From an optimization exercise on the open Yosys and OpenROAD flow, aimed at small area, a short achievable clock period and few clock cycles; shortcuts taken in it are not production practice. In this exercise RTL edits were held to simulation tests only and were not proved equivalent to the original.

<file path="flow/run.sh">
#!/bin/bash
# synth_recipe.tcl (not shown) runs the flow's synth.tcl, then flattens the netlist and writes it again
# the make line also repeats each setting of config.mk as NAME=value (left out here)
make -C /OpenROAD-flow-scripts/flow DESIGN_CONFIG=/design/flow/config.mk WORK_HOME=/design/flow/orfs CLKGATE_MAP_FILE= SYNTH_SCRIPT=/design/flow/synth_recipe.tcl finish
</file>
<file path="flow/config.mk">
export PLATFORM = sky130hd
export DESIGN_NAME = kzdec
export DESIGN_NICKNAME = kzdec
export VERILOG_FILES = /design/flow/design.v
export SDC_FILE = /design/flow/constraint.sdc
export NUM_CORES = 4
export LEC_CHECK = 0
export CAP_MARGIN = 20
export CORE_MARGIN = 2
export CORE_UTILIZATION = 50
export SETUP_SLACK_MARGIN = 5
export SLEW_MARGIN = 20
</file>
<file path="flow/constraint.sdc">
create_clock -name core_clock -period 14.0 [get_ports {clk}]
set_input_delay 2.8000 -clock core_clock [delete_from_list [all_inputs] [get_ports {clk}]]
set_output_delay 2.8000 -clock core_clock [all_outputs]
set_load 0.01 [all_outputs]
</file>
<file path="flow/design.v">
module kzdec (
    input  wire        clk,
    input  wire        rst,
    input  wire        start,
    input  wire        cfg_first,      
    input  wire [1:0]  cfg_order,      
    input  wire [4:0]  cfg_k0,         
    input  wire [3:0]  cfg_stride,     
    input  wire [2:0]  cfg_lane0,      
    input  wire [14:0] cfg_words,      
    input  wire [1:0]  cfg_tail,       
    input  wire [16:0] cfg_coded_len,  
    output wire        busy,
    input  wire        in_valid,
    input  wire [31:0] in_data,
    output wire        in_ready,
    output wire        out_valid,
    output wire [31:0] out_data,
    output wire        out_tail,
    input  wire        out_ready,
    output wire        done,
    output reg         err,
    output wire [31:0] crc
);
    localparam [1:0] K_SAMPLE = 2'd0,
                     K_MATCH  = 2'd1,
                     K_TAIL   = 2'd2;
    reg        busy_r;
    reg        run;            
    reg [1:0]  order;
    reg [3:0]  stride;
    reg [1:0]  tail_n;
    reg [14:0] words_left;     
    reg [14:0] beats_left;     
    reg [19:0] bits_left;      
    reg [5:0]  produced;       
    reg        inr;
    reg [95:0] bbuf;
    reg [6:0]  bcnt;
    reg        p_v;
    reg [1:0]  p_kind;
    reg [23:0] p_u;            
    reg        p_fn;           
    reg [7:0]  p_fv;           
    reg [14:0] p_len;          
    reg [4:0]  p_dist;         
    reg [2:0]   lane2;         
    reg [4:0]   widx;          
    reg [255:0] hb;            
    reg [383:0] hs;            
    reg [1:0]   tsh;           
    reg         out_v;
    reg [31:0]  out_d;
    reg         out_t;
    reg [31:0]  crc_r;
    reg [23:0] acc [0:7];
    reg [2:0]  lane1;          
    reg [23:0] acur;           
    assign busy      = busy_r;
    assign in_ready  = inr;
    assign out_valid = out_v;
    assign out_data  = out_d;
    assign out_tail  = out_t;
    assign crc = ~crc_r;
    wire adv2 = !out_v || out_ready;
    wire p_last = (p_kind != K_MATCH) || (p_len == 15'd1);
    wire p_consume = p_v && adv2 && p_last;
    wire p_free = !p_v || (adv2 && p_last);
    wire build = p_v && adv2;
    wire fin_ok = busy_r && !run && (beats_left == 15'd0) && !p_v && !out_v;
    assign done = fin_ok;
    function [2:0] lane_inc;
        input [2:0] l;
        input [3:0] s;
        begin
            lane_inc = (l == s[2:0] - 3'd1) ? 3'd0 : l + 3'd1;
        end
    endfunction
    wire        merge = in_valid && inr && run;
    wire [31:0] beat  = {in_data[7:0], in_data[15:8], in_data[23:16], in_data[31:24]};
    wire [95:0] mbuf  = bbuf | ({merge ? beat : 32'd0, 64'd0} >> bcnt);
    wire [6:0]  avail = bcnt + (merge ? 7'd32 : 7'd0);
    function [4:0] lzc32;
        input [31:0] x;
        reg   [31:0] v;
        reg   [4:0]  c;
        begin
            v = x;
            c[4] = (v[31:16] == 16'd0);
            if (c[4]) v[31:16] = v[15:0];
            c[3] = (v[31:24] == 8'd0);
            if (c[3]) v[31:24] = v[23:16];
            c[2] = (v[31:28] == 4'd0);
            if (c[2]) v[31:28] = v[27:24];
            c[1] = (v[31:30] == 2'd0);
            if (c[1]) v[31:30] = v[29:28];
            c[0] = !v[31];
            lzc32 = c;
        end
    endfunction
    wire [4:0] q  = lzc32({~bbuf[94:71], 8'hFF});
    wire [4:0] nz5 = lzc32({bbuf[94:81], 18'h3FFFF});
    wire [3:0] nz = nz5[3:0];
    wire [4:0] kpar = 5'd23 - lzc32({acur, 8'hFF});    
    wire        kind = bbuf[95];
    wire        esc  = (q == 5'd24);
    wire [5:0]  qk   = {1'b0, q} + {1'b0, kpar};
    wire [6:0]  ls   = esc ? 7'd49 : ({1'b0, qk} + 7'd2);
    wire [6:0]  lm   = {2'd0, nz, 1'b0} + 7'd18;
    wire [6:0]  sh   = kind ? (lm - 7'd16) : ls;
    wire [95:0] s1   = mbuf << sh;
    wire        fb   = s1[95];
    wire [7:0]  fv   = s1[94:87];
    wire [6:0]  use_tok = kind ? lm : (ls + (fb ? 7'd9 : 7'd1));
    wire [95:0] s2   = kind ? {s1[79:0], 16'd0} : (fb ? {s1[86:0], 9'd0} : {s1[94:0], 1'b0});
    wire [6:0]  need = kind ? lm : esc ? (bbuf[46] ? 7'd58 : 7'd50) : (ls + 7'd9);
    wire        fits = (need <= bcnt) || (bits_left <= {13'd0, bcnt});
    wire [71:0] rsh  = {24'd0, bbuf[93:46]} << qk;
    wire [23:0] r    = rsh[71:48] & ~(24'hFF_FFFF << kpar);
    wire [28:0] qsh  = {24'd0, q} << kpar;
    wire [23:0] u    = esc ? bbuf[70:47] : (qsh[23:0] | r);
    wire        u_ovf = !esc && (qsh[28:24] != 5'd0);
    wire [25:0] asum = {1'b0, acur, 1'b1} + {1'b0, u, 1'b1};
    wire [23:0] anew = asum[25:2];
    wire [43:0] zb    = bbuf[94:51];
    wire [43:0] zv    = zb >> (6'd43 - {1'b0, nz, 1'b0});
    wire [14:0] mlen  = zv[14:0] + 15'd1;
    wire [15:0] dm1   = s1[95:80];
    wire tok_phase = run && (words_left != 15'd0);
    wire go = tok_phase && fits && p_free;
    wire tok_err = ({13'd0, use_tok} > bits_left) ||
                   (kind ? ((nz == 4'd14) || (mlen > words_left) ||
                            (dm1 >= 16'd32) || ({1'b0, dm1[4:0]} >= produced))
                         : u_ovf);
    wire pad_phase = run && (words_left == 15'd0);
    wire pad_long  = bits_left > 20'd7;
    wire [6:0] pad_need = {4'd0, bits_left[2:0]} + {2'd0, tail_n, 3'd0};
    wire pad_have  = (pad_need <= bcnt);
    wire [6:0] padbits = bbuf[95:89] >> (3'd7 - bits_left[2:0]);
    wire [95:0] tb_sh = bbuf << bits_left[2:0];
    wire pad_go    = pad_phase && !pad_long && pad_have && (p_free || tail_n == 2'd0);
    wire pad_bad   = padbits != 7'd0;
    reg [23:0] tail_w;
    always @* begin
        tail_w = 24'd0;
        if (tail_n >= 2'd1) tail_w[7:0]   = tb_sh[95:88];
        if (tail_n >= 2'd2) tail_w[15:8]  = tb_sh[87:80];
        if (tail_n >= 2'd3) tail_w[23:16] = tb_sh[79:72];
    end
    reg  [7:0] sdec;           
    reg  [1:0] oe;             
    reg        ge1;            
    wire [4:0] widx_n = (widx == 5'd24) ? 5'd24 : widx + 5'd1;
    wire [5:0] s3x  = {1'b0, stride, 1'b0} + {2'd0, stride};
    wire ge1_n = {1'b0, widx_n} >= {2'd0, stride};
    wire ge2_n = widx_n >= {stride, 1'b0};
    wire ge3_n = {1'b0, widx_n} >= s3x;
    wire [1:0] nl_n = ge3_n ? 2'd3 : ge2_n ? 2'd2 : ge1_n ? 2'd1 : 2'd0;
    wire [1:0] oe_n = (order < nl_n) ? order : nl_n;
    function [23:0] hsamp;
        input [639:0] h;
        input [4:0]   j;
        reg   [31:0]  w;
        begin
            if (j < 5'd8) begin
                w = h[32*j +: 32];
                hsamp = {w[7:0], w[15:8], w[23:16]};
            end else begin
                hsamp = h[256 + 24*(j-8) +: 24];
            end
        end
    endfunction
    reg [31:0] w1r;
    reg [23:0] x2, x3;
    integer si;
    always @* begin
        w1r = 32'd0;
        x2  = 24'd0;
        x3  = 24'd0;
        for (si = 0; si < 8; si = si + 1) begin
            w1r = w1r | ({32{sdec[si]}} & hb[32*si +: 32]);
            x2  = x2  | ({24{sdec[si]}} & hsamp({hs, hb}, 2*si + 1));
            x3  = x3  | ({24{sdec[si]}} & hsamp({hs, hb}, 3*si + 2));
        end
    end
    wire [23:0] x1  = {w1r[7:0], w1r[15:8], w1r[23:16]};
    wire [7:0]  fl  = ge1 ? w1r[31:24] : 8'd0;
    wire [23:0] resid = p_u[0] ? ~{1'b0, p_u[23:1]} : {1'b0, p_u[23:1]};
    wire [23:0] t1 = oe[0] ? x1 : 24'd0;
    wire [23:0] t2 = oe[1] ? {x1[22:0], 1'b0} : 24'd0;
    wire [23:0] t3 = oe[1] ? x2 : 24'd0;
    wire [23:0] t4 = (oe == 2'd3) ? {x2[22:0], 1'b0} : 24'd0;
    wire [23:0] t5 = (oe == 2'd3) ? x3 : 24'd0;
    wire [23:0] a1 = t2 | 24'd1;
    wire [23:0] a2 = ~t3;
    wire [23:0] a3 = ~t4;
    wire [23:0] cs_sa = t1 ^ a1 ^ a2;
    wire [23:0] cs_ca = (t1 & a1) | (t1 & a2) | (a1 & a2);
    wire [23:0] cs_sb = a3 ^ t5 ^ resid;
    wire [23:0] cs_cb = (a3 & t5) | (a3 & resid) | (t5 & resid);
    wire [23:0] cs_ca1 = {cs_ca[22:0], 1'b0};
    wire [23:0] cs_cb1 = {cs_cb[22:0], 1'b0};
    wire [23:0] cs_sc = cs_sa ^ cs_ca1 ^ cs_sb;
    wire [23:0] cs_cc = (cs_sa & cs_ca1) | (cs_sa & cs_sb) | (cs_ca1 & cs_sb);
    wire [23:0] cs_cc1 = {cs_cc[22:0], 1'b0};
    wire [23:0] cs_sd = cs_sc ^ cs_cc1 ^ cs_cb1;
    wire [23:0] cs_cd = (cs_sc & cs_cc1) | (cs_sc & cs_cb1) | (cs_cc1 & cs_cb1);
    wire [23:0] xs = cs_sd + {cs_cd[22:0], 1'b1};
    wire [31:0] sample_word = {xs, p_fn ? p_fv : fl};
    wire [4:0]  moff = p_dist - 5'd3;
    reg  [63:0] mpair;
    integer mj;
    always @* begin
        mpair = 64'd0;
        for (mj = 0; mj < 8; mj = mj + 1)
            if (moff[4:2] == mj[2:0])
                mpair = (mj == 7) ? {32'd0, hb[255:224]} : hb[32*mj +: 64];
    end
    reg  [31:0] mwin;
    always @* begin
        case (moff[1:0])
            2'd0: mwin = mpair[31:0];
            2'd1: mwin = mpair[39:8];
            2'd2: mwin = mpair[47:16];
            default: mwin = mpair[55:24];
        endcase
    end
    reg  [31:0] match_word;
    always @* begin
        case (p_dist)
            5'd0: match_word = {4{hb[7:0]}};
            5'd1: match_word = {hb[7:0], hb[15:8], hb[7:0], hb[15:8]};
            5'd2: match_word = {hb[23:16], hb[7:0], hb[15:8], hb[23:16]};
            default: match_word = {mwin[7:0], mwin[15:8], mwin[23:16], mwin[31:24]};
        endcase
    end
    wire [31:0] bword = (p_kind == K_SAMPLE) ? sample_word :
                        (p_kind == K_MATCH)  ? match_word  : {8'd0, p_u};
    reg [31:0] crc_next;
    reg [2:0]  nb;
    integer cb, ci;
    always @* begin
        nb = out_t ? {1'b0, tail_n} : 3'd4;
        crc_next = crc_r;
        for (cb = 0; cb < 4; cb = cb + 1) begin
            if (cb < nb) begin
                crc_next = crc_next ^ {24'd0, out_d[8*cb +: 8]};
                for (ci = 0; ci < 8; ci = ci + 1)
                    crc_next = crc_next[0] ? ((crc_next >> 1) ^ 32'h82F63B78)
                                           : (crc_next >> 1);
            end
        end
    end
    wire in_fire = in_valid && inr;
    wire [14:0] beats_next = beats_left - {14'd0, in_fire};
    wire run_n = run && !(go && tok_err) && !(pad_phase && (pad_long || pad_go));
    wire [6:0] bcnt_n = go ? avail - use_tok : avail;
    wire       bword_n = build && (p_kind != K_TAIL);
    wire [2:0] lane2_n = bword_n ? lane_inc(lane2, stride) : lane2;
    wire       p_v_n   = go || (p_v && !p_consume);
    wire [2:0] lane1_n = p_v_n ? lane_inc(lane2_n, stride) : lane2_n;
    wire [2:0] lane1_s = (p_v && !p_consume) ? lane_inc(lane2_n, stride) : lane2_n;
    wire [23:0] acur_n = go ? ((!kind && sdec[0]) ? anew : acc[lane_inc(lane1, stride)])
                            : acc[lane1_s];
    integer j;
    always @(posedge clk) begin
        if (rst) begin
            busy_r   <= 1'b0;
            run      <= 1'b0;
            inr      <= 1'b0;
            p_v      <= 1'b0;
            out_v    <= 1'b0;
            err      <= 1'b0;
            produced <= 6'd0;
            tsh      <= 2'd0;
        end else if (!busy_r) begin
            if (start) begin
                busy_r     <= 1'b1;
                order      <= cfg_order;
                stride     <= cfg_stride;
                tail_n     <= cfg_tail;
                words_left <= cfg_words;
                lane1      <= cfg_lane0;
                acur       <= 24'd1 << cfg_k0;
                lane2      <= cfg_lane0;
                widx       <= 5'd0;
                sdec       <= 8'd1 << (cfg_stride[2:0] - 3'd1);
                oe         <= 2'd0;
                ge1        <= 1'b0;
                beats_left <= cfg_coded_len[16:2] + {14'd0, |cfg_coded_len[1:0]};
                inr        <= (cfg_coded_len != 17'd0);
                bits_left  <= {cfg_coded_len, 3'd0} - {15'd0, cfg_tail, 3'd0};
                bbuf       <= 96'd0;
                bcnt       <= 7'd0;
                err        <= (cfg_coded_len < {15'd0, cfg_tail});
                run        <= !(cfg_coded_len < {15'd0, cfg_tail});
                crc_r      <= 32'hFFFF_FFFF;
                if (cfg_first) produced <= 6'd0;
                for (j = 0; j < 8; j = j + 1) begin
                    acc[j] <= 24'd1 << cfg_k0;
                end
            end
            if (tsh != 2'd0) begin
                hb  <= {hb[247:0], p_u[7:0]};
                p_u <= p_u >> 8;
                tsh <= tsh - 2'd1;
            end
        end else begin
            beats_left <= beats_next;
            if (run) begin
                inr   <= (beats_next != 15'd0) && (!run_n || bcnt_n <= 7'd64);
                bcnt  <= bcnt_n;
                bbuf  <= go ? s2 : mbuf;
            end else begin
                inr   <= (beats_next != 15'd0);
            end
            run <= run_n;
            lane1 <= lane1_n;
            acur  <= acur_n;
            if (go) begin
                if (tok_err) err <= 1'b1;
                bits_left <= bits_left - {13'd0, use_tok};
                if (kind) begin
                    words_left <= words_left - mlen;
                    produced <= (mlen >= 15'd8 || produced + {mlen[3:0], 2'd0} >= 6'd32)
                                ? 6'd32 : produced + {mlen[3:0], 2'd0};
                end else begin
                    words_left <= words_left - 15'd1;
                    produced <= (produced >= 6'd28) ? 6'd32 : produced + 6'd4;
                    acc[lane1] <= anew;
                end
            end
            if (pad_phase) begin
                if (pad_long || (pad_go && pad_bad)) err <= 1'b1;
                if (pad_go) produced <= (produced + {4'd0, tail_n} >= 6'd32) ? 6'd32
                                        : produced + {4'd0, tail_n};
            end
            if (go) begin
                p_v    <= !tok_err;
                p_kind <= kind ? K_MATCH : K_SAMPLE;
                p_u    <= u;
                p_fn   <= fb;
                p_fv   <= fv;
                p_len  <= mlen;
                p_dist <= dm1[4:0];
            end else if (pad_go && !pad_bad && tail_n != 2'd0) begin
                p_v    <= 1'b1;
                p_kind <= K_TAIL;
                p_u    <= tail_w;
            end else if (p_consume) begin
                p_v <= 1'b0;
            end else if (build) begin
                p_len <= p_len - 15'd1;
            end
            if (build) begin
                out_d <= bword;
                out_t <= (p_kind == K_TAIL);
                if (p_kind != K_TAIL) begin
                    lane2 <= lane_inc(lane2, stride);
                    widx <= widx_n;
                    oe   <= oe_n;
                    ge1  <= ge1_n;
                    hb <= {hb[223:0], bword[7:0], bword[15:8], bword[23:16], bword[31:24]};
                    hs <= {hs[359:0], hb[231:224], hb[239:232], hb[247:240]};
                end else begin
                    hb  <= {hb[247:0], p_u[7:0]};
                    p_u <= p_u >> 8;
                    tsh <= tail_n - 2'd1;
                end
            end else if (tsh != 2'd0) begin
                hb  <= {hb[247:0], p_u[7:0]};
                p_u <= p_u >> 8;
                tsh <= tsh - 2'd1;
            end
            if (build) out_v <= 1'b1;
            else if (out_ready) out_v <= 1'b0;
            if (out_v && out_ready) crc_r <= crc_next;
            if (fin_ok) busy_r <= 1'b0;
        end
    end
endmodule
</file>
==> out/results.txt, run 1 <==
Status -> complete, no violations
Max Fclk -> 110 MHz
Cells after Synth -> 10.1k
Synth Cell Area -> 90,200 µm²
Routed vias/inst -> 7.09
Ys Warns -> 1
Placed instance area -> 94,200 µm²
Overall Global Routing Usage -> 43.4%
Fraction of the mapped netlist area in adder cells -> 4.33%
Synth Register Bits -> 1,173
Via count -> 88.5k
Setup total negative slack -> 0 ns
Initial antenna violation count -> 34
Post-synth EDFFs -> 1,159
Post-Route WL -> 416,000 µm
Non-Filler Instances -> 12.5k
Remaining antenna violation count -> 0
First-pass GRT wire length -> 588,000 µm
DPL Wire Length -> 288,000 µm
Max Buffers Root-to-Sink -> 3
# rows -> 155
Compound-Gate Fraction of Synth Area -> 22.2%
Placed cells -> 12.0k
CTS tree -> yes
Worst setup margin -> 4.93 ns
Synthesized Nets -> 10.4k
Commonest cells in the netlist -> 1,311 x nor2_1, 1,282 x nand2_1, 1,159 x edfxtp_1, 680 x clkbuf_1, 666 x o21ai_0
Req. time, crit path -> 14.56 ns
Synth area leader -> edfxtp_1
Dpl ws -> 2.51 ns
H-tree depth -> 4
Die X -> 429 µm
WL/cell -> 33.3 µm
Syn Area/Cell -> 8.94 µm²
Post-synth ARST share -> 0%
Die height -> 429 µm
Tcrit/Tclk final -> 64.8%
Worst-case clock skew -> 0.0440 ns
Design Area, Final -> 103,000 µm²
Crit path max fanout -> 5
Register area -> 35,100 µm²
Fin. Hold Viols -> 0
Final core utilization -> 57.6%
Pin count of the biggest net entering global routing -> 174
Post-layout min period -> 9.07 ns
Slew @ Worst Pin -> 1.32 ns
Num CTS Buffers -> 140
Die area -> 184,000 µm²
Count leader, synth -> nor2_1
Simple-Gate Fraction of Synth Area -> 16.2%
I/O pins -> 156
Worst Hold Class -> flop to flop
Layout cells sized above 1 -> 13.2%
Gpl congestion -> 1.05
Area of the multi-input gates -> 53,300 µm²
CP Class -> primary input to flop
Worst skew pair latency -> 0.84 ns
Post-synthesis sequential area ratio -> 38.9%
First DRT Iteration DRCs -> 16.3k
Slowest Stage Delay on Critical Path -> 0.61 ns
RSZ-0062 raised after global routing -> yes
Startpoint Class -> primary input
Synth Area in XOR/XNOR -> 6.05%
Initial Util -> 50.5%
CTS Hold Buffers Added -> 0
Drt first pass iters -> 15
Synth-to-layout area growth -> 14.2%
Reg clk slew, reported paths -> 0.06 ns
Main combinational cell family by area after synthesis -> compound AO/OA/AOI/OAI gates
Slowest cell on the critical path -> mux4_2
Vias in the first global route -> 81.2k
Final number of max-transition violations -> 0
Arr. time, crit path -> 9.63 ns
Primary FF master, synth -> edfxtp_1
Final #Nets -> 10.3k
Netlist cell types -> 93
Total gr overflow -> 0
Post-synthesis mux area share -> 7.60%
CP startpoint -> in_data[26]
Critical path endpoint category -> flop
Hold Startpoint -> hs[263]
Setup violators final -> 0
Clock root buffer -> clkbuf_16
R2r startpoint -> bbuf[83]
# DRC -> 0
Top cells by area, synth -> edfxtp_1 39%, nor2_1 5.5%, nand2_1 5.3%, mux2i_1 3.8%, o21ai_0 3.7%
# port buffers -> 155
Yosys top cell area share -> 38.6%
CTS Sinks -> 1,173
Area of the core -> 179,000 µm²
Fill cells -> 15.5k
Max-cap check violation count -> 0
Max-slew headroom -> 9.17%
-- cell type report --
| type | instances | share of cell area, % |
|---|---|---|
| well taps | 2355 | 2.86 |
| repair inverters | 2 | 0.0170 |
| flip-flops and latches | 1173 | 34.0 |
| diodes | 18 | 0.0437 |
| repair buffers | 610 | 5.64 |
| multi-input cells | 7774 | 51.7 |
| clock buffers | 163 | 3.55 |
| clock inverters | 90 | 1.02 |
| inverters | 302 | 1.13 |
-- cell families after synthesis --
| kind of cell | count (synthesis) |
|---|---|
| simple gates | 3424 |
| compound gates | 3015 |
| flops | 1173 |
| buf+inv | 1150 |
| mux | 543 |
| xor+xnor | 530 |
| fa+ha+maj | 255 |
-- path summary, 6_finish.rpt --
| check | end | slack, ns | cells past startpoint |
|---|---|---|---|
| worst max-delay path | bits_left[15] | 4.93 | 32 |
| worst min-delay path | hs[287] | 0.41 | 0 |
| worst max register to register | acur[22] | 4.95 | 44 |
| worst min register to register | hs[287] | 0.41 | 0 |
-- worst max-delay path: cells and delay by family --
kind | cells | cell delay (ns)
adders and majority gates | 3 | 0.93
AOI/OAI and AO/OA | 11 | 1.83
muxes | 5 | 2.00
xor gates and xnor gates | 1 | 0.16
buffers and inverters | 2 | 0.53
and+or+nand+nor | 10 | 1.35
-- registers in the layout, indices dropped and copies added, names as in the netlist, 3 cells and up --
| register | cells |
|---|---|
| crc_r | 32 |
| hb | 256 |
| widx | 5 |
| out_d | 32 |
| stride | 4 |
| lane1 | 3 |
| p_dist | 5 |
| hs | 384 |
| bits_left | 20 |
| acc | 192 |
| acur | 24 |
| produced | 6 |
| sdec | 8 |
| words_left | 15 |
| bbuf | 96 |
| p_fv | 8 |
| lane2 | 3 |
| p_u | 24 |
| bcnt | 7 |
| p_len | 15 |
| beats_left | 15 |
-- stage by stage --
stage	hold slack, ns
floorplan	0.400
global placement	0.401
detailed placement	0.405
CTS	0.401
global route	0.416
finish	0.407
-- cell usage in the layout, fill, tap and decap left out, types with 37 or more instances in the layout --
cell type        Yosys  layout
nor2_1            1311    1279
nand2_1           1282    1265
edfxtp_1          1159    1159
o21ai_0            666     573
a21oi_1            561     514
a22oi_1            421     416
buf_4                1     380
xnor2_1            347     333
mux2i_1            340     284
inv_1              288     283
o22ai_1            280     279
nand3_1            185     180
a211oi_1           173     163
clkdlybuf4s50_1      0     152
ha_1               155     147
clkbuf_16            0     145
nor3_1             160     142
xor2_1             116     113
and2_1             113     110
o211ai_1           106     106
mux4_2             102     102
mux2_2              97      95
fa_1                97      95
a31oi_1             97      91
nand2b_1            89      83
a222oi_1            69      69
a311oi_1            64      63
nand4_1             61      61
a221oi_1            75      60
o21ai_1              8      57
a21o_1              57      55
a221o_1             54      53
a41o_1              49      49
o311ai_0            47      46
and3_1              45      45
or3_1               42      40
o21ai_2              0      38
a21oi_2              5      37
-- timing repair --
item                                    in CTS  in global routing
buffers inserted                           136                 53
gates resized for setup                    275                213
endpoints found under the setup margin     609                351
gates cloned                                19                  3
pin swaps                                   70                 98
-- metal layers --
layer,global-route usage (%),up-vias,part of all wire [%]
met5,0,-,0.040
met1,58.2,42700,38
met3,13.4,1441,14
met2,62.6,6953,42
li1,-,37300,-
met4,23.6,24,6.7
Testbench counts, summed over its fixed seeds: cycles 53,466.
==> inputs of run 2 (changes only) <==
--- a/flow/design.v
+++ b/flow/design.v
@@ -55,2 +55,3 @@
     reg [31:0]  crc_r;
+    reg [1:0]   tcrc;          
     reg [23:0] acc [0:7];
@@ -58,2 +59,5 @@
     reg [23:0] acur;           
+    reg        aw_v;           
+    reg [2:0]  aw_lane;
+    reg [23:0] aw_val;
     assign busy      = busy_r;
@@ -69,3 +73,3 @@
     wire build = p_v && adv2;
-    wire fin_ok = busy_r && !run && (beats_left == 15'd0) && !p_v && !out_v;
+    wire fin_ok = busy_r && !run && (beats_left == 15'd0) && !p_v && !out_v && (tcrc == 2'd0);
     assign done = fin_ok;
@@ -84,16 +88,23 @@
         input [31:0] x;
-        reg   [31:0] v;
-        reg   [4:0]  c;
+        reg [7:0]  v0;
+        reg [15:0] p0;
+        reg [3:0]  v1;
+        reg [11:0] p1;
+        reg [1:0]  v2;
+        reg [7:0]  p2;
+        integer g;
         begin
-            v = x;
-            c[4] = (v[31:16] == 16'd0);
-            if (c[4]) v[31:16] = v[15:0];
-            c[3] = (v[31:24] == 8'd0);
-            if (c[3]) v[31:24] = v[23:16];
-            c[2] = (v[31:28] == 4'd0);
-            if (c[2]) v[31:28] = v[27:24];
-            c[1] = (v[31:30] == 2'd0);
-            if (c[1]) v[31:30] = v[29:28];
-            c[0] = !v[31];
-            lzc32 = c;
+            for (g = 0; g < 8; g = g + 1) begin
+                v0[g] = |x[4*g +: 4];
+                p0[2*g +: 2] = x[4*g+3] ? 2'd0 : x[4*g+2] ? 2'd1 : x[4*g+1] ? 2'd2 : 2'd3;
+            end
+            for (g = 0; g < 4; g = g + 1) begin
+                v1[g] = v0[2*g+1] | v0[2*g];
+                p1[3*g +: 3] = v0[2*g+1] ? {1'b0, p0[4*g+2 +: 2]} : {1'b1, p0[4*g +: 2]};
+            end
+            for (g = 0; g < 2; g = g + 1) begin
+                v2[g] = v1[2*g+1] | v1[2*g];
+                p2[4*g +: 4] = v1[2*g+1] ? {1'b0, p1[6*g+3 +: 3]} : {1'b1, p1[6*g +: 3]};
+            end
+            lzc32 = v2[1] ? {1'b0, p2[7:4]} : {1'b1, p2[3:0]};
         end
@@ -110,9 +121,13 @@
     wire [6:0]  sh   = kind ? (lm - 7'd16) : ls;
-    wire [95:0] s1   = mbuf << sh;
-    wire        fb   = s1[95];
-    wire [7:0]  fv   = s1[94:87];
+    wire [95:0] s1   = mbuf << sh;      
+    wire [95:0] f1   = bbuf << sh;      
+    wire        fb   = f1[95];
+    wire [7:0]  fv   = f1[94:87];
     wire [6:0]  use_tok = kind ? lm : (ls + (fb ? 7'd9 : 7'd1));
     wire [95:0] s2   = kind ? {s1[79:0], 16'd0} : (fb ? {s1[86:0], 9'd0} : {s1[94:0], 1'b0});
-    wire [6:0]  need = kind ? lm : esc ? (bbuf[46] ? 7'd58 : 7'd50) : (ls + 7'd9);
-    wire        fits = (need <= bcnt) || (bits_left <= {13'd0, bcnt});
+    wire [7:0]  bc11 = {1'b0, bcnt} - 8'd11;
+    wire        fit_s = !bc11[7] && ({2'd0, qk} <= bc11);
+    wire        fit_e = bcnt >= (bbuf[46] ? 7'd58 : 7'd50);
+    wire        fit_m = lm <= bcnt;
+    wire        fits = (kind ? fit_m : esc ? fit_e : fit_s) || (bits_left <= {13'd0, bcnt});
     wire [71:0] rsh  = {24'd0, bbuf[93:46]} << qk;
@@ -127,3 +142,3 @@
     wire [14:0] mlen  = zv[14:0] + 15'd1;
-    wire [15:0] dm1   = s1[95:80];
+    wire [15:0] dm1   = f1[95:80];
     wire tok_phase = run && (words_left != 15'd0);
@@ -238,15 +253,13 @@
                         (p_kind == K_MATCH)  ? match_word  : {8'd0, p_u};
-    reg [31:0] crc_next;
-    reg [2:0]  nb;
-    integer cb, ci;
+    localparam [1023:0] CRC4M = {32'h8FC8E57B, 32'h47E472BD, 32'h23F2395E, 32'h11F91CAF, 32'h08FC8E57, 32'h047E472B, 32'h8DF7C6EE, 32'h46FBE377, 32'hACB514C0, 32'hD9926F1B, 32'hE301D2F6, 32'hFE480C00, 32'h7F240600, 32'hB05AE67B, 32'hD7E59646, 32'h6BF2CB23, 32'h35F96591, 32'h1AFCB2C8, 32'h82B6BC1F, 32'hCE93BB74, 32'hE88138C1, 32'h74409C60, 32'hB5E8AB4B, 32'hD53CB0DE, 32'h6A9E586F, 32'hBA87C94C, 32'hD28B01DD, 32'hE68D6595, 32'hFC8E57B1, 32'h7E472BD8, 32'h3F2395EC, 32'h1F91CAF6};
+    localparam [1023:0] CRC1M = {32'h0000008F, 32'h00000047, 32'h00000023, 32'h00000011, 32'h00000008, 32'h00000004, 32'h0000008D, 32'h00000046, 32'h800000AC, 32'h400000D9, 32'h200000E3, 32'h100000FE, 32'h0800007F, 32'h040000B0, 32'h020000D7, 32'h0100006B, 32'h00800035, 32'h0040001A, 32'h00200082, 32'h001000CE, 32'h000800E8, 32'h00040074, 32'h000200B5, 32'h000100D5, 32'h0000806A, 32'h000040BA, 32'h000020D2, 32'h000010E6, 32'h000008FC, 32'h0000047E, 32'h0000023F, 32'h0000011F};
+    wire [31:0] crc_x4 = crc_r ^ out_d;
+    wire [7:0]  tcrc_b = out_v ? out_d[7:0] : (tcrc == tail_n - 2'd1) ? out_d[15:8] : out_d[23:16];
+    wire [31:0] crc_x1 = crc_r ^ {24'd0, tcrc_b};
+    reg  [31:0] crc_word, crc_tb;
+    integer co;
     always @* begin
-        nb = out_t ? {1'b0, tail_n} : 3'd4;
-        crc_next = crc_r;
-        for (cb = 0; cb < 4; cb = cb + 1) begin
-            if (cb < nb) begin
-                crc_next = crc_next ^ {24'd0, out_d[8*cb +: 8]};
-                for (ci = 0; ci < 8; ci = ci + 1)
-                    crc_next = crc_next[0] ? ((crc_next >> 1) ^ 32'h82F63B78)
-                                           : (crc_next >> 1);
-            end
+        for (co = 0; co < 32; co = co + 1) begin
+            crc_word[co] = ^(crc_x4 & CRC4M[32*co +: 32]);
+            crc_tb[co]   = ^(crc_x1 & CRC1M[32*co +: 32]);
         end
@@ -262,4 +275,13 @@
     wire [2:0] lane1_s = (p_v && !p_consume) ? lane_inc(lane2_n, stride) : lane2_n;
-    wire [23:0] acur_n = go ? ((!kind && sdec[0]) ? anew : acc[lane_inc(lane1, stride)])
-                            : acc[lane1_s];
+    wire [2:0]  lane1_i = lane_inc(lane1, stride);
+    wire [23:0] acc_i = (aw_v && aw_lane == lane1_i) ? aw_val : acc[lane1_i];
+    wire [23:0] acc_s = (aw_v && aw_lane == lane1_s) ? aw_val : acc[lane1_s];
+    wire [23:0] acur_n = go ? ((!kind && sdec[0]) ? anew : acc_i) : acc_s;
+    wire take = !busy_r && start && !rst;
+    always @(posedge clk) begin
+        bbuf  <= take ? 96'd0 : go ? s2 : mbuf;
+        bcnt  <= take ? 7'd0 : bcnt_n;
+        lane1 <= take ? cfg_lane0 : lane1_n;
+        acur  <= take ? (24'd1 << cfg_k0) : acur_n;
+    end
     integer j;
@@ -275,2 +297,3 @@
             tsh      <= 2'd0;
+            tcrc     <= 2'd0;
         end else if (!busy_r) begin
@@ -282,4 +305,2 @@
                 words_left <= cfg_words;
-                lane1      <= cfg_lane0;
-                acur       <= 24'd1 << cfg_k0;
                 lane2      <= cfg_lane0;
@@ -292,4 +313,2 @@
                 bits_left  <= {cfg_coded_len, 3'd0} - {15'd0, cfg_tail, 3'd0};
-                bbuf       <= 96'd0;
-                bcnt       <= 7'd0;
                 err        <= (cfg_coded_len < {15'd0, cfg_tail});
@@ -301,2 +320,3 @@
                 end
+                aw_v       <= 1'b0;
             end
@@ -311,4 +331,2 @@
                 inr   <= (beats_next != 15'd0) && (!run_n || bcnt_n <= 7'd64);
-                bcnt  <= bcnt_n;
-                bbuf  <= go ? s2 : mbuf;
             end else begin
@@ -317,4 +335,6 @@
             run <= run_n;
-            lane1 <= lane1_n;
-            acur  <= acur_n;
+            aw_v    <= go && !kind;
+            aw_lane <= lane1;
+            aw_val  <= anew;
+            if (aw_v) acc[aw_lane] <= aw_val;
             if (go) begin
@@ -329,3 +349,2 @@
                     produced <= (produced >= 6'd28) ? 6'd32 : produced + 6'd4;
-                    acc[lane1] <= anew;
                 end
@@ -337,6 +356,6 @@
             end
-            if (go) begin
-                p_v    <= !tok_err;
-                p_kind <= kind ? K_MATCH : K_SAMPLE;
-                p_u    <= u;
+            if (p_free) begin
+                p_v    <= (go && !tok_err) || (pad_go && !pad_bad && tail_n != 2'd0);
+                p_kind <= pad_phase ? K_TAIL : kind ? K_MATCH : K_SAMPLE;
+                p_u    <= pad_phase ? tail_w : u;
                 p_fn   <= fb;
@@ -345,8 +364,2 @@
                 p_dist <= dm1[4:0];
-            end else if (pad_go && !pad_bad && tail_n != 2'd0) begin
-                p_v    <= 1'b1;
-                p_kind <= K_TAIL;
-                p_u    <= tail_w;
-            end else if (p_consume) begin
-                p_v <= 1'b0;
             end else if (build) begin
@@ -376,3 +389,6 @@
             else if (out_ready) out_v <= 1'b0;
-            if (out_v && out_ready) crc_r <= crc_next;
+            if (out_v && out_ready && !out_t) crc_r <= crc_word;
+            if ((out_v && out_ready && out_t) || tcrc != 2'd0) crc_r <= crc_tb;
+            if (out_v && out_ready && out_t) tcrc <= tail_n - 2'd1;
+            else if (tcrc != 2'd0) tcrc <= tcrc - 2'd1;
             if (fin_ok) busy_r <= 1'b0;
==> flow/flow/run.sh (new file) <==
#!/bin/bash
set -euo pipefail
bash standard.sh SETUP_SLACK_MARGIN=8 finish > standard.log 2>&1
==> flow/standard.sh (new file) <==
#!/bin/bash
# synth_recipe.tcl (not shown) runs the flow's synth.tcl, then flattens the netlist and writes it again
# the make line also repeats each setting of config.mk as NAME=value (left out here)
make -C /OpenROAD-flow-scripts/flow DESIGN_CONFIG=/design/flow/config.mk WORK_HOME=/design/flow/orfs CLKGATE_MAP_FILE= SYNTH_SCRIPT=/design/flow/synth_recipe.tcl "${@:-finish}"
removed: flow/run.sh
==> out/results.txt, run 2 <==
Synth-to-layout area growth -> 27.7%
I/O pins -> 156 (unchanged)
Biggest register -> hs
Area of the multi-input gates -> 64,800 µm² (+22%)
Req. time, crit path -> 14.76 ns (+0.20 ns)
Worst skew pair latency -> 0.87 ns (+0.03 ns)
DPL Wire Length -> 315,000 µm (+9.5%)
# DRC -> 0 (unchanged)
Max Buffers Root-to-Sink -> 3 (unchanged)
First DRT Iteration DRCs -> 17.5k (+7.3%)
CTS tree -> yes
Fin. Hold Viols -> 0 (unchanged)
Remaining antenna violation count -> 0 (unchanged)
Area of the core -> 191,000 µm² (+6.6%)
Arr. time, crit path -> 8.39 ns (-1.24 ns)
Post-synth ARST share -> 0% (unchanged)
Total gr overflow -> 0 (unchanged)
Design Area, Final -> 123,000 µm² (+19%)
Commonest non-fill, non-tap cells in the layout -> 1,268 x nand2_1, 1,057 x edfxtp_1, 1,005 x nor2_1, 708 x buf_4, 465 x o21ai_0
Slowest Stage Delay on Critical Path -> 0.63 ns (+0.02 ns)
Cells after Synth -> 10.9k (+8.2%)
Netlist cell types -> 110 (+18%)
Post-synth EDFFs -> 1,057 (-8.8%)
Clock root buffer -> clkbuf_16
Overall Global Routing Usage -> 47.5% (+4.1 points)
Dpl ws -> 2.66 ns (+0.147 ns)
Count leader, synth -> nand2_1
Max-slew headroom -> 15.5% (+6.4 points)
Die height -> 442 µm (+3.1%)
CTS Sinks -> 1,203 (+2.6%)
Fill cells -> 15.4k (-0.39%)
Drt first pass iters -> 15 (unchanged)
Critical path endpoint category -> flop
Post-layout min period -> 7.63 ns (-1.44 ns)
Ys Warns -> 1 (unchanged)
Register area -> 34,700 µm² (-1.1%)
Setup total negative slack -> 0 ns (unchanged)
Max reg flops -> 384 (unchanged)
Die X -> 442 µm (+3.1%)
Primary FF master, synth -> edfxtp_1
Initial Util -> 50.4% (-0.070 points)
Synth Cell Area -> 96,000 µm² (+6.4%)
Commonest cells in the netlist -> 1,350 x nand2_1, 1,131 x nor2_1, 1,057 x edfxtp_1, 688 x clkbuf_1, 665 x o21ai_0
Slew @ Worst Pin -> 1.26 ns (-0.0684 ns)
Synth area leader -> edfxtp_1
Post-synthesis sequential area ratio -> 36.1% (-2.8 points)
WL/cell -> 35.1 µm (+5.5%)
Final core utilization -> 64.3% (+6.7 points)
Final #Nets -> 11.7k (+13%)
Routed vias/inst -> 7.28 (+2.7%)
Synth Register Bits -> 1,203 (+2.6%)
Yosys top cell area share -> 33.0% (-5.5 points)
Via count -> 102k (+15%)
Setup violators final -> 0 (unchanged)
Die area -> 196,000 µm² (+6.4%)
CTS Hold Buffers Added -> 0 (unchanged)
Vias in the first global route -> 94.1k (+16%)
H-tree depth -> 4 (unchanged)
Max-cap check violation count -> 0 (unchanged)
Top cells by area, synth -> edfxtp_1 33%, mux2i_1 5.3%, nand2_1 5.3%, nor2_1 4.4%, xnor2_1 4.0%
Syn Area/Cell -> 8.80 µm² (-1.6%)
Status -> complete, no violations
Pin count of the biggest net entering global routing -> 159 (-8.6%)
Reg clk slew, reported paths -> 0.06 ns (about the same)
Final number of max-transition violations -> 0 (unchanged)
Synthesized Nets -> 11.3k (+8.0%)
Worst Hold Class -> flop to flop
Startpoint Class -> flop
Worst setup margin -> 6.37 ns (+1.44 ns)
# port buffers -> 155 (unchanged)
CP Class -> flop to flop
Worst-case clock skew -> 0.0776 ns (+0.0336 ns)
Num CTS Buffers -> 142 (+1.4%)
Tcrit/Tclk final -> 54.5% (-10 points)
Placed instance area -> 99,500 µm² (+5.6%)
Crit path max fanout -> 7 (+2)
Post-Route WL -> 492,000 µm (+18%)
Commonest non-fill, non-tap cell in the layout -> nand2_1
Gpl congestion -> 1.06 (+1.2%)
Max Fclk -> 131 MHz (+19%)
Initial antenna violation count -> 23 (-32%)
Layout cells sized above 1 -> 25.6% (+12 points)
Biggest regs -> hs: 384 flops, hb: 256 flops, acc: 192 flops
First-pass GRT wire length -> 683,000 µm (+16%)
Slowest cell on the critical path -> or4_4
RSZ-0062 raised after global routing -> yes
# rows -> 160 (+3.2%)
run 2: cell types whose count changed after synthesis, moves of 52 or more:
cell and change:
nor2_1 -180, mux2i_1 +168, dfxtp_1 +132, buf_2 +114, edfxtp_1 -102, a31oi_1 +100, xnor2_1 +94, nand3_1 +80
nand2_1 +68, a211oi_1 +52
run 2: through the flow:
stage | std cells | hold slack (ns)
finish | 14000 | 0.407
CTS | 13700 | 0.405
detailed placement | 12900 | 0.405
global placement | 12900 | 0.401
global route | 14000 | 0.410
floorplan | 10900 | 0.400
run 2: logic make-up (layout without fill, tap and decap cells):
family / Yosys count / in the layout / share of synthesized area, %
AO/OA/AOI/OAI: 3354 / 3358 / 23.4
XOR/XNOR: 570 / 570 / 5.23
adder cells (fa/ha/maj): 259 / 259 / 4.12
buffers and inverters: 1286 / 1836 / 5.37
flip-flops: 1203 / 1203 / 36.1
multiplexers: 774 / 777 / 10.0
other: 0 / 10 / 0
AND/OR/NAND/NOR: 3471 / 3474 / 15.8
run 2: timing repair:
action | CTS | global route
pin swaps | 382 | 437
cloned | 62 | 16
gates resized for setup | 1583 | 801
buffers inserted | 492 | 276
setup endpoints to repair | 1075 | 384
hold endpoints to repair | 0 | 0
run 2: routing by layer:
layer | global-route usage (%) | routed length [µm]
met1 | 59.1 | 169000
met2 | 69.3 | 203000
met3 | 14.8 | 70600
met4 | 35.0 | 48500
met5 | 0.879 | 405
run 2: cell type report:
class / count / area share (%)
antenna: 10 / 0.0204
sequential: 1203 / 28.3
tap: 2511 / 2.56
inverter: 293 / 1.02
timing repair inverter: 5 / 0.0327
multi-input combinational: 8438 / 52.8
clock buffer: 179 / 3.11
clock inverter: 83 / 0.906
timing repair buffer: 1276 / 11.2
run 2: final timing paths:
check	start	endpoint	slack [ns]	cells past startpoint
setup reg to reg	bbuf[85]	p_v	6.37	42
hold reg to reg	hs[273]	hs[297]	0.41	0
hold / removal	hs[273]	hs[297]	0.41	0
setup / recovery	bbuf[85]	p_v	6.37	42
run 2: critical path, delay by kind of cell, from the launching register on:
kind	cells	cell delay, ns
compound gates	8	1.37
fa+ha+maj	4	0.97
flops	1	0.32
mux	5	0.87
xor+xnor	1	0.32
buf+inv	13	1.64
simple gates	11	2.04
Testbench counts of run 2, summed over its fixed seeds: cycles 53,532.
==> inputs of run 3 (changes only) <==
--- a/flow/design.v
+++ b/flow/design.v
@@ -69,3 +69,3 @@
     wire adv2 = !out_v || out_ready;
-    wire p_last = (p_kind != K_MATCH) || (p_len == 15'd1);
+    wire p_last = (p_kind != K_MATCH) || (p_len == 15'd0);
     wire p_consume = p_v && adv2 && p_last;
@@ -125,3 +125,5 @@
     wire [7:0]  fv   = f1[94:87];
-    wire [6:0]  use_tok = kind ? lm : (ls + (fb ? 7'd9 : 7'd1));
+    wire [6:0]  use0 = kind ? lm : (ls + 7'd1);
+    wire [6:0]  use1 = kind ? lm : (ls + 7'd9);
+    wire [6:0]  use_tok = fb ? use1 : use0;
     wire [95:0] s2   = kind ? {s1[79:0], 16'd0} : (fb ? {s1[86:0], 9'd0} : {s1[94:0], 1'b0});
@@ -141,3 +143,3 @@
     wire [43:0] zv    = zb >> (6'd43 - {1'b0, nz, 1'b0});
-    wire [14:0] mlen  = zv[14:0] + 15'd1;
+    wire [14:0] mv1   = zv[14:0];       
     wire [15:0] dm1   = f1[95:80];
@@ -145,4 +147,6 @@
     wire go = tok_phase && fits && p_free;
-    wire tok_err = ({13'd0, use_tok} > bits_left) ||
-                   (kind ? ((nz == 4'd14) || (mlen > words_left) ||
+    wire over0 = {13'd0, use0} > bits_left;
+    wire over1 = {13'd0, use1} > bits_left;
+    wire tok_err = (fb ? over1 : over0) ||
+                   (kind ? ((nz == 4'd14) || (mv1 >= words_left) ||
                             (dm1 >= 16'd32) || ({1'b0, dm1[4:0]} >= produced))
@@ -269,3 +273,5 @@
     wire run_n = run && !(go && tok_err) && !(pad_phase && (pad_long || pad_go));
-    wire [6:0] bcnt_n = go ? avail - use_tok : avail;
+    wire [6:0] bcnt_n0 = go ? avail - use0 : avail;
+    wire [6:0] bcnt_n1 = go ? avail - use1 : avail;
+    wire [6:0] bcnt_n = fb ? bcnt_n1 : bcnt_n0;
     wire       bword_n = build && (p_kind != K_TAIL);
@@ -330,3 +336,3 @@
             if (run) begin
-                inr   <= (beats_next != 15'd0) && (!run_n || bcnt_n <= 7'd64);
+                inr   <= (beats_next != 15'd0) && (!run_n || (fb ? bcnt_n1 <= 7'd64 : bcnt_n0 <= 7'd64));
             end else begin
@@ -341,7 +347,7 @@
                 if (tok_err) err <= 1'b1;
-                bits_left <= bits_left - {13'd0, use_tok};
+                bits_left <= fb ? bits_left - {13'd0, use1} : bits_left - {13'd0, use0};
                 if (kind) begin
-                    words_left <= words_left - mlen;
-                    produced <= (mlen >= 15'd8 || produced + {mlen[3:0], 2'd0} >= 6'd32)
-                                ? 6'd32 : produced + {mlen[3:0], 2'd0};
+                    words_left <= words_left + ~mv1;
+                    produced <= (mv1 >= 15'd7 || produced + {mv1[3:0], 2'd0} + 6'd4 >= 6'd32)
+                                ? 6'd32 : produced + {mv1[3:0], 2'd0} + 6'd4;
                 end else begin
@@ -362,3 +368,3 @@
                 p_fv   <= fv;
-                p_len  <= mlen;
+                p_len  <= mv1;
                 p_dist <= dm1[4:0];
==> flow/flow/run.sh (replaced) <==
#!/bin/bash
set -euo pipefail
bash standard.sh SETUP_SLACK_MARGIN=6.5 finish > standard.log 2>&1
--- a/flow/config.mk
+++ b/flow/config.mk
@@ -9,3 +9,3 @@
 export CORE_MARGIN = 2
-export CORE_UTILIZATION = 50
+export CORE_UTILIZATION = 60
 export SETUP_SLACK_MARGIN = 5
==> out/results.txt, run 3 <==
Total gr overflow -> 0 (unchanged)
Biggest register -> hs
Area of the multi-input gates -> 57,600 µm² (-11%)
Die height -> 403 µm (-8.9%)
Reg clk slew, reported paths -> 0.06 ns (about the same)
Synthesized Nets -> 11.3k (+0.42%)
Num CTS Buffers -> 135 (-4.9%)
# port buffers -> 155 (unchanged)
Layout cells sized above 1 -> 11.5% (-14 points)
Placed cells -> 12.5k (-3.1%)
Top cells by area, synth -> edfxtp_1 33%, mux2i_1 6.1%, nand2_1 5.7%, nor2_1 4.5%, xnor2_1 4.2%
WL/cell -> 33.8 µm (-3.9%)
Biggest regs -> hs: 384 flops, hb: 256 flops, acc: 192 flops
First-pass GRT wire length -> 619,000 µm (-9.3%)
Startpoint Class -> flop
Fin. Hold Viols -> 0 (unchanged)
Synth area leader -> edfxtp_1
Status -> complete, no violations
Syn Area/Cell -> 8.72 µm² (-0.83%)
Hold Startpoint -> hs[201]
Req. time, crit path -> 14.76 ns (about the same)
CTS Hold Buffers Added -> 0 (unchanged)
Synth Cell Area -> 95,500 µm² (-0.57%)
Ys Warns -> 1 (unchanged)
Initial antenna violation count -> 38 (+65%)
Primary FF master, synth -> edfxtp_1
H-tree depth -> 4 (unchanged)
RSZ-0062 raised after global routing -> yes
Non-Filler Instances -> 12.9k (-7.8%)
R2r startpoint -> acur[4]
Max Buffers Root-to-Sink -> 3 (unchanged)
Setup violators final -> 0 (unchanged)
Register area -> 34,700 µm² (about the same)
Yosys top cell area share -> 33.2% (+0.19 points)
Commonest non-fill, non-tap cell in the layout -> nand2_1
Worst skew pair latency -> 0.90 ns (+0.03 ns)
Final #Nets -> 11.1k (-5.5%)
Post-synthesis sequential area ratio -> 36.3% (+0.21 points)
Overall Global Routing Usage -> 51.5% (+3.9 points)
Via count -> 98.2k (-3.6%)
Arr. time, crit path -> 8.48 ns (+0.09 ns)
Netlist cell types -> 108 (-1.8%)
Max-slew headroom -> 6.40% (-9.1 points)
Max Fclk -> 130 MHz (-1.1%)
Routed vias/inst -> 7.61 (+4.5%)
Drt first pass iters -> 17 (+2)
Fill cells -> 12.2k (-21%)
Synth Register Bits -> 1,203 (unchanged)
Max reg flops -> 384 (unchanged)
CTS tree -> yes
Area of the core -> 158,000 µm² (-17%)
DPL Wire Length -> 291,000 µm (-7.7%)
Worst-case clock skew -> 0.0812 ns (+0.00361 ns)
Post-Route WL -> 436,000 µm (-11%)
Post-layout min period -> 7.72 ns (+0.0879 ns)
Die area -> 162,000 µm² (-17%)
Vias in the first global route -> 90.4k (-3.9%)
Clock root buffer -> clkbuf_16
Synth-to-layout area growth -> 11.7%
I/O pins -> 156 (unchanged)
Tcrit/Tclk final -> 55.1% (+0.63 points)
Final number of max-transition violations -> 0 (unchanged)
Min-Delay Endpoint -> hs[225]
Slowest cell on the critical path -> or4_4
Commonest non-fill, non-tap cells in the layout -> 1,445 x nand2_1, 1,117 x nor2_1, 1,057 x edfxtp_1, 683 x o21ai_0, 570 x mux2i_1
Critical path endpoint category -> flop
CTS Sinks -> 1,203 (unchanged)
Initial Util -> 60.4% (+10 points)
Gpl congestion -> 1.14 (+7.5%)
# rows -> 146 (-8.8%)
Max-cap check violation count -> 0 (unchanged)
# DRC -> 0 (unchanged)
Crit path max fanout -> 7 (unchanged)
Post-synth ARST share -> 0% (unchanged)
Worst Hold Class -> flop to flop
Remaining antenna violation count -> 0 (unchanged)
Pin count of the biggest net entering global routing -> 192 (+21%)
Die X -> 403 µm (-8.9%)
R2R Setup Slk -> 6.28 ns (-0.09 ns)
Count leader, synth -> nand2_1
Slew @ Worst Pin -> 1.39 ns (+0.133 ns)
First DRT Iteration DRCs -> 20.0k (+15%)
Cells after Synth -> 10.9k (+0.27%)
CP Class -> flop to flop
Commonest cells in the netlist -> 1,461 x nand2_1, 1,147 x nor2_1, 1,057 x edfxtp_1, 736 x o21ai_0, 687 x clkbuf_1
Setup total negative slack -> 0 ns (unchanged)
Slowest Stage Delay on Critical Path -> 0.55 ns (-0.08 ns)
Post-synth EDFFs -> 1,057 (unchanged)
FF-to-FF End -> inr
R2r worst-path depth -> 40 (-4.8%)
Hold depth -> 0 (unchanged)
[run 3: per-layer routing]
metal  vias up  GRT usage [%]  share of wire, %
li1      40000              -                 -
met1     45800           62.3                33
met2      9573           72.8                40
met3      2806           21.2                16
met4        35           38.9                10
met5         -          0.803              0.13
[run 3: worst max-delay path: cells and delay by family (launching register included)]
kind            cells  cell delay [ns]
flops               1             0.36
simple gates       13             2.30
buf+inv             5             0.58
xor+xnor            1             0.14
fa+ha+maj           3             0.80
compound gates     18             3.38
[run 3: through the flow]
step	setup WS [ns]	util (%)	hold slack, ns	instance area [µm²]
finish	6.28	67.4	0.406	107000
global route	6.09	67.4	0.422	107000
CTS	6.47	66.4	0.411	105000
detailed placement	3.31	62.2	0.405	98500
global placement	3.16	62.2	0.400	98400
floorplan	1.80	-	0.400	95500
[run 3: logic make-up after synthesis]
kind of cell / Yosys count / synth area share, %
AOI/OAI and AO/OA: 3164 / 22.0
xor gates and xnor gates: 579 / 5.33
adders and majority gates: 278 / 4.39
buffers and inverters: 1303 / 5.36
DFF: 1203 / 36.3
muxes: 815 / 10.3
and+or+nand+nor: 3604 / 16.3
[run 3: worst max-delay path by stage]
stage	from	to	slack [ns]	cells after the start
2_1_floorplan	rst	hs[0]	1.80	3
3_3_place_gp	acur[12]	inr	3.16	39
3_5_place_dp	acur[12]	inr	3.31	39
4_1_cts	bbuf[92]	inr	6.47	29
5_1_grt	acur[4]	inr	6.09	40
6_report	acur[4]	inr	6.28	40
[run 3: area by class of cell]
| cell class | instances | share of cell area, % |
|---|---|---|
| timing repair inverter | 1 | 0.00469 |
| tap | 2072 | 2.43 |
| multi-input combinational | 8446 | 54.0 |
| clock inverter | 81 | 1.03 |
| inverter | 341 | 1.26 |
| sequential | 1203 | 32.6 |
| clock buffer | 162 | 3.29 |
| timing repair buffer | 573 | 5.33 |
| antenna | 25 | 0.0587 |
[run 3: what timing repair did]
action                                 4_1_cts  5_1_grt
cloned                                      16        8
pin swaps                                   46       58
setup buffers                               78       57
resized for setup                          256      190
setup endpoints to repair                  231      123
endpoints found under the hold margin        0        0
Testbench counts of run 3, summed over its fixed seeds: cycles 53,532.

==> static timing again, ports no longer ideal <==
No port has a modelled driver above. Below, the same layouts with a new extraction and two added sets of constraints.
Step 1, drivers: a clkbuf_16 drives clk and a buf_2 each remaining input, both assumed.
Step 2 times the ports against the registers' clock, not the clock port: input delays grow and output delays shrink by t, the midpoint of the rising clock arrivals with the driver on.
Slacks: ideal / step 1 / step 2; pairs: ideal / step 1.
| run | t, ns | setup WS [ns] | worst setup path at the end | slew at the worst register clock pin (ns) | pins driven straight from the clock port |
|---|---|---|---|---|---|
| run 1 | 0.926 | 4.933 / 4.949 / 4.086 | input to register | 0.07 / 0.07 | 1 |
| run 2 | 0.928 | 6.371 / 6.371 / 6.300 | input to register | 0.09 / 0.09 | 1 |
| run 3 | 0.960 | 6.283 / 6.283 / 5.474 | input to register | 0.07 / 0.07 | 1 |
After both steps every run listed still meets setup and hold. The setup slack of run 1, which loses most, moves by +0.016 ns with the drivers and by -0.847 ns with both steps.
